What follows belongs to an exercise in optimizing a design on an open flow for small area, a short achievable clock period and few clock cycles per item; a production flow would make more cautious choices. In this exercise RTL edits were held to simulation tests only and were not proved equivalent to the original. No activity file was given, so power comes from the tool's default toggle rates.

== job 101 ==
Design cobbler_xu, start of the top module:
module cobbler_xu (
    input  wire        clk,
    input  wire        rst,
    input  wire        in_valid,
    output wire        in_ready,
    input  wire [31:0] in_insn,
    input  wire [31:0] in_pc,
    input  wire [31:0] in_a,
    input  wire [31:0] in_b,
    output wire        out_valid,
    input  wire        out_ready,
    output wire [31:0] out_result,
    output wire        out_wen,
    output wire [3:0]  out_rd,
    output wire [31:0] out_npc,
    output wire        out_trap,
    output wire [3:0]  out_cause,
    output wire [31:0] out_eaddr
);
For scale: roughly 4,300 cells after synthesis, roughly 36,000 sq um of cells after synthesis.
==> flow/config.mk <==
export PLATFORM = sky130hd
export DESIGN_NAME = cobbler_xu
export DESIGN_NICKNAME = cobbler_xu
export VERILOG_FILES = /design/flow/design.v
export SDC_FILE = /design/flow/constraint.sdc
export NUM_CORES = 4
export LEC_CHECK = 0
export CAP_MARGIN = 10
export CORE_MARGIN = 2
export CORE_UTILIZATION = 30
export SETUP_SLACK_MARGIN = 5
export SLEW_MARGIN = 10
==> flow/constraint.sdc <==
create_clock -name core_clock -period 12.0 [get_ports {clk}]
set_input_delay 2.4000 -clock core_clock [delete_from_list [all_inputs] [get_ports {clk}]]
set_output_delay 2.4000 -clock core_clock [all_outputs]
set_load 0.01 [all_outputs]
run.sh (not shown) runs the stock make flow with config.mk's settings and CLKGATE_MAP_FILE= SYNTH_SCRIPT=/design/flow/synth_recipe.tcl, a recipe that flattens the netlist after the stock synthesis.
Job 101 finished every stage and its layout cleared the timing, DRC and antenna checks.
Testbench counts of job 101, summed over its fixed seeds: cycles 33,851, items 24,000.
Modified inputs, job 102 compared to job 101
Settings: an added PLACE_DENSITY of 0.7; a change of CORE_UTILIZATION from 30 to 50; an added ABC_AREA of 1.
==> flow/flow/run.sh (new file) <==
#!/bin/bash
# The standard layout, with the port buffers that global placement adds
# taken as the smallest plain buffer instead of a delay cell.
set -euo pipefail
bash standard.sh "BUFFER_PORTS_ARGS=-buffer_cell sky130_fd_sc_hd__buf_1" finish > standard.log 2>&1
==> flow/standard.sh (new file) <==
#!/bin/bash
# synth_recipe.tcl (not shown) runs the flow's synth.tcl, then flattens the netlist and writes it again
# the make line also repeats each setting of config.mk as NAME=value (left out here)
make -C /OpenROAD-flow-scripts/flow DESIGN_CONFIG=/design/flow/config.mk WORK_HOME=/design/flow/orfs CLKGATE_MAP_FILE= SYNTH_SCRIPT=/design/flow/synth_recipe.tcl "${@:-finish}"
removed: flow/run.sh
## What came out
Diff job 101 -> job 102: final routed wirelength across all metal layers went down 12 mm, combinational group share of total power went down 1.7 points, final instance area went down 8.9%, number of tap cells inserted went down 42%.
Job 101 reports its cell type of the slowest stage on the worst timing path as xor2_1 while job 102 reports nor2_1.
Y dimension of the die went down by more than 10% going from job 101 to job 102.
[compare] base=job 101 new=job 102: last weighted congestion value of the routability-driven placer increased by 2.5% relative to the old numbers, met3 usage in global routing increased 12 points, layout-stage area growth over the synthesis result went down 7.6 points, final critical path time including I/O delays and setup has decreased, number of signal-net buffers in the layout shows a reduction of 16%.
--- input diff job 102..job 103 ---
Settings: a change of CORE_UTILIZATION from 50 to 30; a deleted ABC_AREA that had been 1; a deleted PLACE_DENSITY that had been 0.7.
--- outcome ---
Job 103 reached the end of the flow, and the finished layout is clean on the timing, DRC and antenna checks. Relative to job 102, non-clock buffer area fraction after layout increased by 1.0 points in job 103. Between job 103 and job 102, the sequential fraction of design power is lower for job 103. Summary of job 103 over job 102: initial core utilization dropped 20 points, worst setup slack barely changed, number of filler cells placed in the layout climbed 5,642, combinational cell fraction of total power climbed 2.2 points. Compare job 103 and job 102 | power higher: job 103. Job 103 reports its capturing instance or port of the critical path as r_q[31] while job 102 reports n_q[17]. Diff job 102 -> job 103: smallest hold slack went down; routed wire length +about 4.7%; clock power has decreased.
--- input diff job 103..job 104 ---
Settings: setting ABC_AREA to 1 for the first time.
==> comparison <==
Job 104 and job 103: one clean run, job 103; the rest did not finish clean.
Status job 104: flow complete, layout not clean - max-capacitance violations, max-slew violations
Summary: total power of the final layout, job 104 better than job 103
Number of detailed-routing iterations run before antenna repair was lower in the run labelled job 104.
Routed wire length ended up 4.5 mm lower on job 104 than on job 103.

-- what the ideal ports hide --
How much do the figures lean on ideal ports? The routed layouts below were timed once more, with nothing changed but the port constraints. Step 1, drivers: a clkbuf_16 drives clk and a buf_2 each remaining input, both assumed. Step 2 moves the port delays by t, midway between the first and last clock arrival at a register: inputs arrive t later, outputs are due t later. That takes back most of the time a late clock gives input paths. Slacks: ideal / step 1 / step 2; pairs: ideal / step 1.
| run | t, ns | slack for setup (ns) | worst register clock-pin slew, ns |
|---|---|---|---|
| job 101 | 0.717 | 4.952 / 4.952 / 4.580 | 0.09 / 0.09 |
| job 102 | 0.627 | 5.065 / 5.065 / 4.986 | 0.06 / 0.06 |
| job 103 | 0.688 | 5.064 / 5.064 / 4.915 | 0.08 / 0.08 |
| job 104 | 0.689 | 5.141 / 5.141 / 4.958 | 0.09 / 0.09 |
For job 101, which loses most, drivers alone change the setup slack by 0.000 ns; drivers and shift together by -0.372 ns.
